Source: an optimization exercise on an open RTL-to-GDS flow (aim: a short achievable clock period and few clock cycles per item). Production flows keep margins and buffers that such runs may drop. The RTL was checked by simulation tests, not by an equivalence proof against the original design. No activity file was given, so power comes from the tool's default toggle rates.

$ cat design/flow/run.sh
#!/bin/bash
# synth_recipe.tcl (not shown) runs the flow's synth.tcl, then flattens the netlist and writes it again
# the make line also repeats each setting of config.mk as NAME=value (left out here)
make -C /OpenROAD-flow-scripts/flow DESIGN_CONFIG=/design/flow/config.mk WORK_HOME=/design/flow/orfs CLKGATE_MAP_FILE= SYNTH_SCRIPT=/design/flow/synth_recipe.tcl finish
$ cat design/flow/config.mk
export PLATFORM = sky130hd
export DESIGN_NAME = chk_unit
export DESIGN_NICKNAME = chk_unit
export VERILOG_FILES = /design/flow/design.v
export SDC_FILE = /design/flow/constraint.sdc
export NUM_CORES = 4
export LEC_CHECK = 0
export CAP_MARGIN = 40
export CORE_MARGIN = 2
export CORE_UTILIZATION = 30
export SLEW_MARGIN = 30
$ cat design/flow/constraint.sdc
create_clock -name core_clock -period 28.0 [get_ports {clk}]
set_input_delay 5.6000 -clock core_clock [delete_from_list [all_inputs] [get_ports {clk}]]
set_output_delay 5.6000 -clock core_clock [all_outputs]
set_load 0.01 [all_outputs]
$ cat design/flow/design.v
module chk_unit (
    input  wire        clk,
    input  wire        rst,
    input  wire        req_valid,
    input  wire        req_write,
    input  wire [8:0]  req_addr,
    input  wire [31:0] req_wdata,
    output wire        req_ready,
    output reg         resp_valid,
    output reg  [1:0]  resp_status,
    output reg  [31:0] resp_rdata
);
    localparam [8:0] A_STATUS = 9'h00C, A_EVENT  = 9'h010,
                     A_CFG    = 9'h100,
                     A_POLY_L = 9'h104, A_POLY_H = 9'h108,
                     A_INIT_L = 9'h10C, A_INIT_H = 9'h110,
                     A_XOR_L  = 9'h114, A_XOR_H  = 9'h118,
                     A_FOLD_L = 9'h11C, A_FOLD_H = 9'h120,
                     A_CMD    = 9'h124, A_DATA   = 9'h128,
                     A_RES_L  = 9'h12C, A_RES_H  = 9'h130,
                     A_LEN    = 9'h134, A_STREAM = 9'h138,
                     A_PASS   = 9'h13C, A_FAIL   = 9'h140,
                     A_BYT_L  = 9'h144, A_BYT_H  = 9'h148;
    localparam [1:0] ST_OK = 2'd0, ST_INVALID = 2'd1, ST_DENIED = 2'd2;
    localparam [2:0] S_IDLE  = 3'd0,   
                     S_PRE   = 3'd1,   
                     S_WORD  = 3'd2,   
                     S_FLUSH = 3'd3,   
                     S_SUF   = 3'd4,   
                     S_OUT1  = 3'd5,   
                     S_OUT2  = 3'd6;   
    reg  [6:0]  cfg_width;
    reg         cfg_refin, cfg_refout, cfg_chk_lsb, cfg_fold64;
    reg  [1:0]  cfg_fold, cfg_mode;
    reg  [63:0] poly, init, xorout, fold;
    reg  [31:0] stg_poly, stg_init, stg_xor, stg_fold;
    reg         stg_poly_v, stg_init_v, stg_xor_v, stg_fold_v;
    reg  [31:0] lat_poly, lat_init, lat_xor, lat_fold, lat_res, lat_byt;
    reg         lat_poly_v, lat_init_v, lat_xor_v, lat_fold_v, lat_res_v, lat_byt_v;
    reg         busy, result_valid, pass;
    reg  [1:0]  event_bits;
    reg  [63:0] result;
    reg  [31:0] len_res;
    reg  [31:0] pass_cnt, fail_cnt;
    reg  [63:0] bytes_cnt;
    reg  [2:0]  state;
    reg  [63:0] crc;           
    reg  [31:0] pend;          
    reg         pend_v;
    reg  [31:0] cur;           
    reg  [2:0]  wcnt;          
    reg  [2:0]  wpos;          
    reg         fin_pend;      
    reg  [2:0]  fin_last;      
    reg  [3:0]  fcnt;          
    reg  [63:0] hold;          
    reg  [3:0]  hcnt;          
    reg  [31:0] len;           
    reg  [63:0] fin_val;       
    wire [6:0]  shamt   = 7'd64 - cfg_width;
    wire [63:0] poly_a  = poly << shamt;
    wire [63:0] init_a  = init << shamt;
    wire [63:0] wmask   = ~64'd0 >> shamt;
    wire [6:0]  wplus7  = cfg_width + 7'd7;
    wire [3:0]  nb      = wplus7[6:3];                
    wire        chkmode = cfg_mode[1];
    wire [3:0]  foldlen = cfg_fold64 ? 4'd8 : 4'd4;
    function [7:0] rev8(input [7:0] b);
        integer i;
        begin
            for (i = 0; i < 8; i = i + 1) rev8[i] = b[7 - i];
        end
    endfunction
    function [63:0] rev64(input [63:0] v);
        integer i;
        begin
            for (i = 0; i < 64; i = i + 1) rev64[i] = v[63 - i];
        end
    endfunction
    function [63:0] crc_byte(input [63:0] r, input [7:0] b, input [63:0] p);
        integer i;
        reg [63:0] t;
        begin
            t = r ^ {b, 56'd0};
            for (i = 0; i < 8; i = i + 1)
                t = t[63] ? ((t << 1) ^ p) : (t << 1);
            crc_byte = t;
        end
    endfunction
    wire [3:0]  fidx     = foldlen - fcnt;
    wire [63:0] fold_sh  = cfg_fold64 ? fold : {fold[31:0], 32'd0};
    wire [7:0]  fold_b   = fold_sh[63 - 8 * fidx -: 8];
    wire [7:0]  cur_b    = cur[31 - 8 * wpos -: 8];
    wire [7:0]  hold_old = hold[8 * hcnt - 1 -: 8];   
    wire [7:0]  hold_nb  = hold[8 * nb - 1 -: 8];     
    reg         feed;
    reg  [7:0]  feed_b;
    always @(*) begin
        feed   = 1'b0;
        feed_b = 8'd0;
        case (state)
            S_PRE, S_SUF: begin
                feed   = 1'b1;
                feed_b = fold_b;
            end
            S_WORD: begin
                if (!chkmode) begin
                    feed   = 1'b1;
                    feed_b = cur_b;
                end else if (hcnt == nb) begin
                    feed   = 1'b1;
                    feed_b = hold_nb;
                end
            end
            S_FLUSH: begin
                feed   = 1'b1;
                feed_b = hold_old;
            end
            default: ;
        endcase
    end
    wire [63:0] crc_next = crc_byte(crc, cfg_refin ? rev8(feed_b) : feed_b, poly_a);
    wire [63:0] res_swap  = rev64_bytes(fin_val) >> (8 * (4'd8 - nb));
    wire [63:0] chk_exp   = cfg_chk_lsb ? res_swap : fin_val;
    wire [63:0] nbmask    = ~64'd0 >> (8 * (4'd8 - nb));
    wire        verdict   = (len > {28'd0, nb}) && ((hold & nbmask) == chk_exp);
    function [63:0] rev64_bytes(input [63:0] v);
        integer i;
        begin
            for (i = 0; i < 8; i = i + 1) rev64_bytes[8 * i +: 8] = v[8 * (7 - i) +: 8];
        end
    endfunction
    assign req_ready = (state == S_IDLE) && !fin_pend;
    wire        acc  = req_valid && req_ready;
    wire        wr   = acc && req_write;
    wire        rd   = acc && !req_write;
    wire [8:0]  addr = {req_addr[8:2], 2'b00};
    wire [31:0] wd   = req_wdata;
    wire [31:0] cfg_word = {1'b0, cfg_width, 3'b000, cfg_refin, cfg_refout, cfg_chk_lsb,
                            cfg_fold, cfg_fold64, 13'd0, cfg_mode};
    wire        cfg_ok   = (wd[30:24] >= 7'd8) && (wd[30:24] <= 7'd64) && (wd[17:16] != 2'd3);
    wire [63:0] poly_new = {wd, stg_poly_v ? stg_poly : poly[31:0]};
    wire        poly_ok  = poly_new[0] && ((poly_new >> cfg_width) == 64'd0);
    wire [31:0] status_word = {28'd0, 1'b0, pass, result_valid, busy};
    reg  [31:0] rdata;
    always @(*) begin
        case (addr)
            A_STATUS: rdata = status_word;
            A_EVENT:  rdata = {30'd0, event_bits};
            A_CFG:    rdata = cfg_word;
            A_POLY_L: rdata = poly[31:0];
            A_POLY_H: rdata = lat_poly_v ? lat_poly : poly[63:32];
            A_INIT_L: rdata = init[31:0];
            A_INIT_H: rdata = lat_init_v ? lat_init : init[63:32];
            A_XOR_L:  rdata = xorout[31:0];
            A_XOR_H:  rdata = lat_xor_v ? lat_xor : xorout[63:32];
            A_FOLD_L: rdata = fold[31:0];
            A_FOLD_H: rdata = lat_fold_v ? lat_fold : fold[63:32];
            A_RES_L:  rdata = result[31:0];
            A_RES_H:  rdata = lat_res_v ? lat_res : result[63:32];
            A_LEN:    rdata = len_res;
            A_PASS:   rdata = pass_cnt;
            A_FAIL:   rdata = fail_cnt;
            A_BYT_L:  rdata = bytes_cnt[31:0];
            A_BYT_H:  rdata = lat_byt_v ? lat_byt : bytes_cnt[63:32];
            default:  rdata = 32'd0;
        endcase
    end
    reg [1:0] wstatus;
    always @(*) begin
        wstatus = ST_OK;
        case (addr)
            A_CFG:    if (busy || !cfg_ok) wstatus = ST_INVALID;
            A_POLY_L, A_INIT_L, A_XOR_L, A_FOLD_L,
            A_INIT_H, A_XOR_H, A_FOLD_H:
                      if (busy) wstatus = ST_INVALID;
            A_POLY_H: if (busy || !poly_ok) wstatus = ST_INVALID;
            A_STREAM: wstatus = ST_DENIED;
            default:  ;
        endcase
    end
    always @(posedge clk) begin
        if (rst) begin
            cfg_width    <= 7'd32;
            cfg_refin    <= 1'b1;
            cfg_refout   <= 1'b1;
            cfg_chk_lsb  <= 1'b0;
            cfg_fold     <= 2'd0;
            cfg_fold64   <= 1'b0;
            cfg_mode     <= 2'd0;
            poly         <= 64'h0000_0000_1EDC_6F41;
            init         <= 64'h0000_0000_FFFF_FFFF;
            xorout       <= 64'h0000_0000_FFFF_FFFF;
            fold         <= 64'd0;
            stg_poly     <= 32'd0;
            stg_init     <= 32'd0;
            stg_xor      <= 32'd0;
            stg_fold     <= 32'd0;
            stg_poly_v   <= 1'b0;
            stg_init_v   <= 1'b0;
            stg_xor_v    <= 1'b0;
            stg_fold_v   <= 1'b0;
            lat_poly     <= 32'd0;
            lat_init     <= 32'd0;
            lat_xor      <= 32'd0;
            lat_fold     <= 32'd0;
            lat_res      <= 32'd0;
            lat_byt      <= 32'd0;
            lat_poly_v   <= 1'b0;
            lat_init_v   <= 1'b0;
            lat_xor_v    <= 1'b0;
            lat_fold_v   <= 1'b0;
            lat_res_v    <= 1'b0;
            lat_byt_v    <= 1'b0;
            busy         <= 1'b0;
            result_valid <= 1'b0;
            pass         <= 1'b0;
            event_bits   <= 2'd0;
            result       <= 64'd0;
            len_res      <= 32'd0;
            pass_cnt     <= 32'd0;
            fail_cnt     <= 32'd0;
            bytes_cnt    <= 64'd0;
            state        <= S_IDLE;
            crc          <= 64'd0;
            pend         <= 32'd0;
            pend_v       <= 1'b0;
            cur          <= 32'd0;
            wcnt         <= 3'd0;
            wpos         <= 3'd0;
            fin_pend     <= 1'b0;
            fin_last     <= 3'd0;
            fcnt         <= 4'd0;
            hold         <= 64'd0;
            hcnt         <= 4'd0;
            len          <= 32'd0;
            fin_val      <= 64'd0;
            resp_valid   <= 1'b0;
            resp_status  <= 2'd0;
            resp_rdata   <= 32'd0;
        end else begin
            resp_valid  <= acc;
            resp_status <= wr ? wstatus : ST_OK;
            resp_rdata  <= rd ? rdata : 32'd0;
            if (rd) begin
                case (addr)
                    A_POLY_L: begin lat_poly <= poly[63:32];      lat_poly_v <= 1'b1; end
                    A_INIT_L: begin lat_init <= init[63:32];      lat_init_v <= 1'b1; end
                    A_XOR_L:  begin lat_xor  <= xorout[63:32];    lat_xor_v  <= 1'b1; end
                    A_FOLD_L: begin lat_fold <= fold[63:32];      lat_fold_v <= 1'b1; end
                    A_RES_L:  begin lat_res  <= result[63:32];    lat_res_v  <= 1'b1; end
                    A_BYT_L:  begin lat_byt  <= bytes_cnt[63:32]; lat_byt_v  <= 1'b1; end
                    A_POLY_H: lat_poly_v <= 1'b0;
                    A_INIT_H: lat_init_v <= 1'b0;
                    A_XOR_H:  lat_xor_v  <= 1'b0;
                    A_FOLD_H: lat_fold_v <= 1'b0;
                    A_RES_H:  lat_res_v  <= 1'b0;
                    A_BYT_H:  lat_byt_v  <= 1'b0;
                    default: ;
                endcase
            end
            if (wr) begin
                case (addr)
                    A_EVENT: event_bits <= event_bits & ~wd[1:0];
                    A_CFG: if (!busy && cfg_ok) begin
                        cfg_width   <= wd[30:24];
                        cfg_refin   <= wd[20];
                        cfg_refout  <= wd[19];
                        cfg_chk_lsb <= wd[18];
                        cfg_fold    <= wd[17:16];
                        cfg_fold64  <= wd[15];
                        cfg_mode    <= wd[1:0];
                    end
                    A_POLY_L: if (!busy) begin stg_poly <= wd; stg_poly_v <= 1'b1; end
                    A_INIT_L: if (!busy) begin stg_init <= wd; stg_init_v <= 1'b1; end
                    A_XOR_L:  if (!busy) begin stg_xor  <= wd; stg_xor_v  <= 1'b1; end
                    A_FOLD_L: if (!busy) begin stg_fold <= wd; stg_fold_v <= 1'b1; end
                    A_POLY_H: if (!busy) begin
                        stg_poly_v <= 1'b0;
                        if (poly_ok) poly <= poly_new;
                    end
                    A_INIT_H: if (!busy) begin
                        stg_init_v <= 1'b0;
                        init <= {wd, stg_init_v ? stg_init : init[31:0]};
                    end
                    A_XOR_H: if (!busy) begin
                        stg_xor_v <= 1'b0;
                        xorout <= {wd, stg_xor_v ? stg_xor : xorout[31:0]};
                    end
                    A_FOLD_H: if (!busy) begin
                        stg_fold_v <= 1'b0;
                        fold <= {wd, stg_fold_v ? stg_fold : fold[31:0]};
                    end
                    A_DATA: begin
                        if (!busy) begin
                            event_bits[1] <= 1'b1;
                        end else begin
                            if (pend_v) begin
                                cur   <= pend;
                                wcnt  <= 3'd4;
                                wpos  <= 3'd0;
                                state <= S_WORD;
                            end
                            pend   <= wd;
                            pend_v <= 1'b1;
                        end
                    end
                    A_CMD: begin
                        if (wd[31]) begin
                            busy         <= 1'b1;
                            result_valid <= 1'b0;
                            crc          <= init_a;
                            pend_v       <= 1'b0;
                            hold         <= 64'd0;
                            hcnt         <= 4'd0;
                            len          <= 32'd0;
                            if (cfg_fold == 2'd1) begin
                                fcnt  <= foldlen;
                                state <= S_PRE;
                            end
                        end
                        if (wd[30]) begin
                            if (!busy && !wd[31]) begin
                                event_bits[1] <= 1'b1;
                            end else begin
                                fin_pend <= 1'b1;
                                fin_last <= (wd[1:0] == 2'd0) ? 3'd4 : {1'b0, wd[1:0]};
                            end
                        end
                    end
                    default: ;
                endcase
            end
            if (feed)
                crc <= crc_next;
            case (state)
                S_IDLE: begin
                    if (fin_pend) begin
                        if (pend_v) begin
                            pend_v <= 1'b0;
                            cur    <= pend;
                            wcnt   <= fin_last;
                            wpos   <= 3'd0;
                            state  <= S_WORD;
                        end else begin
                            fin_pend <= 1'b0;
                            if (chkmode && len <= {28'd0, nb} && hcnt != 4'd0) begin
                                state <= S_FLUSH;
                            end else if (cfg_fold == 2'd2) begin
                                fcnt  <= foldlen;
                                state <= S_SUF;
                            end else begin
                                state <= S_OUT1;
                            end
                        end
                    end
                end
                S_PRE: begin
                    fcnt <= fcnt - 4'd1;
                    if (fcnt == 4'd1)
                        state <= S_IDLE;
                end
                S_WORD: begin
                    len  <= len + 32'd1;
                    wpos <= wpos + 3'd1;
                    wcnt <= wcnt - 3'd1;
                    if (chkmode) begin
                        hold <= {hold[55:0], cur_b};
                        if (hcnt != nb)
                            hcnt <= hcnt + 4'd1;
                    end
                    if (wcnt == 3'd1)
                        state <= S_IDLE;
                end
                S_FLUSH: begin
                    hcnt <= hcnt - 4'd1;
                    if (hcnt == 4'd1) begin
                        if (cfg_fold == 2'd2) begin
                            fcnt  <= foldlen;
                            state <= S_SUF;
                        end else begin
                            state <= S_OUT1;
                        end
                    end
                end
                S_SUF: begin
                    fcnt <= fcnt - 4'd1;
                    if (fcnt == 4'd1)
                        state <= S_OUT1;
                end
                S_OUT1: begin
                    fin_val <= ((cfg_refout ? rev64(crc) : (crc >> shamt)) ^ xorout) & wmask;
                    state   <= S_OUT2;
                end
                S_OUT2: begin
                    result       <= fin_val;
                    len_res      <= len;
                    bytes_cnt    <= bytes_cnt + {32'd0, len};
                    result_valid <= 1'b1;
                    busy         <= 1'b0;
                    if (chkmode) begin
                        pass <= verdict;
                        if (verdict) begin
                            pass_cnt <= pass_cnt + 32'd1;
                        end else begin
                            fail_cnt      <= fail_cnt + 32'd1;
                            event_bits[0] <= 1'b1;
                        end
                        if (len <= {28'd0, nb})
                            event_bits[1] <= 1'b1;
                    end
                    state <= S_IDLE;
                end
                default: state <= S_IDLE;
            endcase
        end
    end
endmodule
==> notes.md <==
==> power by group through the flow <==
stage	clock [mW]	combinational, mW	sequential (mW)
2_1_floorplan	0	0.332	1.72
4_1_cts	1.89	0.465	1.70
3_5_place_dp	0	0.462	1.73
3_3_place_gp	0	0.457	1.73
5_1_grt	1.96	0.501	1.70
6_report	1.88	0.477	1.70
==> Yosys cell counts, drive strengths merged, types with 25 or more instances <==
library cell	number
ha	58
or2	30
o22ai	116
mux4	181
buf	168
nand3b	28
a32oi	34
a21oi	1196
o221ai	30
o32ai	31
xnor2	569
mux2	127
dfxtp	1175
xor2	140
nor2b	69
nor3	173
a211o	81
nand2	2262
a22oi	136
inv	101
a2111oi	46
nor4	34
a221oi	71
nand3	219
a211oi	92
mux2i	487
o21ai	361
or3	49
nand2b	25
nor2	883
clkbuf	684
o211ai	79
and3	128
a31oi	52
and2	38
nand4	31
==> area by class of cell <==
| type | count | area, um2 | area share, % |
|---|---|---|---|
| antenna | 16 | 40.0 | 0.0460 |
| clock buffer | 191 | 3900 | 4.48 |
| clock inverter | 53 | 815 | 0.937 |
| inverter | 105 | 402 | 0.462 |
| multi-input combinational | 8128 | 50700 | 58.3 |
| sequential | 1175 | 23500 | 27.1 |
| tap | 3384 | 4230 | 4.87 |
| timing repair buffer | 378 | 3310 | 3.80 |
==> per-stage QoR <==
stage               power [mW]  hold slack [ns]
floorplan                 2.05            0.430
global placement          2.19            0.437
detailed placement        2.20            0.441
CTS                       4.05            0.429
global route              4.16            0.458
finish                    4.06            0.448
==> metal layers <==
metal / track usage [%] / vias up / wire length [um]
li1: - / 35400 / -
met1: 36.7 / 38500 / 148000
met2: 38.7 / 5124 / 152000
met3: 7.20 / 1059 / 47800
met4: 17.2 / 14 / 28300
met5: 0 / - / 88
==> cell usage in the layout, fill, tap and decap left out, drive strengths merged, types with 30 or more instances in the layout <==
cell type	count
o21ai	361
and2	38
nand4	31
inv	104
a32oi	34
ha	58
a22oi	136
a211oi	92
or3	49
o22ai	116
nor2	883
o221ai	30
a211o	81
a31oi	52
o211ai	79
dfxtp	1175
nand2	2262
and3	128
clkdlybuf4s50	77
xnor2	569
o32ai	31
nor3	173
or2	30
a21oi	1196
clkinv	40
mux2	127
buf	288
nor2b	69
xor2	140
a2111oi	46
mux4	181
clkbuf	199
nor4	34
mux2i	487
nand3	219
a221oi	71
==> critical path, delay by kind of cell, from the launching register on <==
| kind | cells | cell delay (ns) |
|---|---|---|
| xor gates and xnor gates | 4 | 1.31 |
| and+or+nand+nor | 10 | 2.86 |
| DFF | 1 | 0.37 |
| muxes | 1 | 0.57 |
| adders and majority gates | 2 | 0.95 |
| AOI/OAI and AO/OA | 8 | 2.57 |
| buffers and inverters | 4 | 1.81 |
==> kinds of logic after synthesis <==
| logic type | count (synthesis) | share of synthesized area [%] |
|---|---|---|
| AOI/OAI and AO/OA | 2543 | 20.2 |
| xor gates and xnor gates | 713 | 8.17 |
| adders and majority gates | 59 | 0.961 |
| buffers and inverters | 957 | 4.84 |
| DFF | 1175 | 30.3 |
| muxes | 795 | 13.4 |
| and+or+nand+nor | 4018 | 22.1 |
==> worst max-delay path by stage <==
stage / startpoint / to / slack [ns] / depth (start not counted)
finish: cfg_width[0] / crc[16] / 17.33 / 29
global route: cfg_width[0] / crc[54] / 16.86 / 29
CTS: cfg_width[0] / crc[55] / 17.37 / 29
detailed placement: cfg_width[0] / crc[55] / 17.42 / 29
global placement: cfg_width[0] / crc[55] / 17.43 / 28
floorplan: cfg_width[0] / crc[60] / 18.58 / 39
==> reports/results.txt <==
Area post-placement -> 0.0819 mm2
Peak VDD IR -> 0.0610 mV
Chip width -> 512 um
CTS Root Cell -> clkbuf_16
Placed Cells -> 13.1k
Hold Path Sink -> fold[27]
Global route total overflow -> 0
Sequential share of the synthesized area -> 30.3%
Remaining DRCs -> 0
Syn nets -> 10.4k
CTS Buf Count -> 135
Startpoint types -> flop
Crit share post-route -> 38.1%
Reg clk slew, reported paths -> 0.06 ns
Port buffer count -> 78
Max Slew Vio Count -> 0
Initial DRC Count -> 13.1k
Final min period -> 10.67 ns
Synth area leader -> dfxtp_1
Area added between synthesis and finish -> 12.1%
# fillers -> 27.3k
Crit. End Element -> flop
Synth top area share -> 30.3%
Mapped cell area -> 0.0776 mm2
Slew margin rel. -> 30.8%
Syn_area_per_cell -> 7.56 um2
Cell variety after synth -> 110
Setup_tns -> 0 ns
Reg-to-reg critical path endpoint -> crc[16]
Layout cells sized above 1 -> 10.1%
Hold Startpoint -> stg_fold[27]
Number of global-route vias before repair -> 70.5k
Hold WC Path Type -> reg -> reg
Post-synthesis register bit count -> 1,175
Detailed Place HPWL -> 274,000 um
Non-Filler Instances -> 13.4k
I/O pin count -> 81
H-tree depth -> 4
Clk sinks -> 1,175
Share of total power in the clock network -> 46.4%
Ys async rst share -> 0%
Core area -> 0.257 mm2
Design Area, Final -> 0.0870 mm2
Switching Share -> 28.3%
CP max-delay cell -> nor2_8
Starting Density -> 30.2%
Max Fclk -> 93.7 MHz
Ys Warns -> 1
Pre-CTS worst setup slack -> 17.42 ns
Actual slew at the worst max-slew pin -> 1.04 ns
Worst r2r path cells -> 29
Worst EP arrival -> 11.40 ns
Die area -> 0.263 mm2
Comb pwr share -> 11.8%
Antenna violations before repair -> 24
Leakage -> 28.3 nW
Hold Vio Cnt, Final -> 0
RR Startpoint -> cfg_width[0]
Area contributors post-synth -> dfxtp_1 (30%), nand2_1 (11%), a21oi_1 (7.7%)
P_sw -> 1.15 mW
First-pass GRT wire length -> 530,000 um
Max stage delay on crit path -> 0.68 ns
Drt pass-1 iters -> 9
Post-CTS Resized -> 0
Postcts setup bufs -> 0
PwrDens -> 46.7 mW/mm2
Synth Instances -> 10.3k
Top FF cell, synth -> dfxtp_1
RSZ-0062 raised after global routing -> false
Routed Antenna Nets -> 0
Register share of total power -> 41.8%
GP Congestion -> 1.06
CTS Hold Bufs -> 0
Pint -> 2.91 mW
Standard-cell rows -> 186
Via count -> 80.1k
Hold Path Depth -> 2
CTS tree -> yes
Layout Utilization -> 33.9%
Final setup margin -> 17.33 ns
Status -> finished clean
Setup CP Type -> reg -> reg
Crit Path Max Fanout -> 53
Die Y -> 512 um
Final setup viols -> 0
Post-synth EDFFs -> 0
Reg2reg setup slack -> 17.33 ns
Wire per inst -> 28.1 um
DR vias/cell -> 5.96
Worst Path Required -> 28.73 ns
Worst Clk Skew -> 0.0857 ns
Nets -> 10.0k
Pin count of the biggest net entering global routing -> 191
Max-Cap Viols -> 0
Routed WL -> 377,000 um
GR Util All Layers -> 27.4%
Clk buf depth -> 3
Clock Latency Late Sink -> 0.85 ns
Testbench counts, summed over its fixed seeds: cycles 30,380, bytes 20,988.

## afterwards: timing with drivers on the ports
Ports are ideal in the flow. The routed layout listed here was re-timed in OpenROAD. Step 1 sets driving cells, clkbuf_16 on the clock port and buf_2 on the other inputs (assumed; they add their load-dependent delay and slew). Step 2 also shifts input and output timing later by t, the mid clock arrival at the registers, as if the neighbouring blocks saw the same clock. Three values: ideal, step 1, step 2; two values: the first two.
t (ns): 0.897
setup slack, ns: 17.331 / 17.331 / 17.331
pins driven straight from the clock port: 1
After both steps setup and hold are still met in this run. For this run, drivers alone change the setup slack by 0.000 ns; drivers and shift together by 0.000 ns.
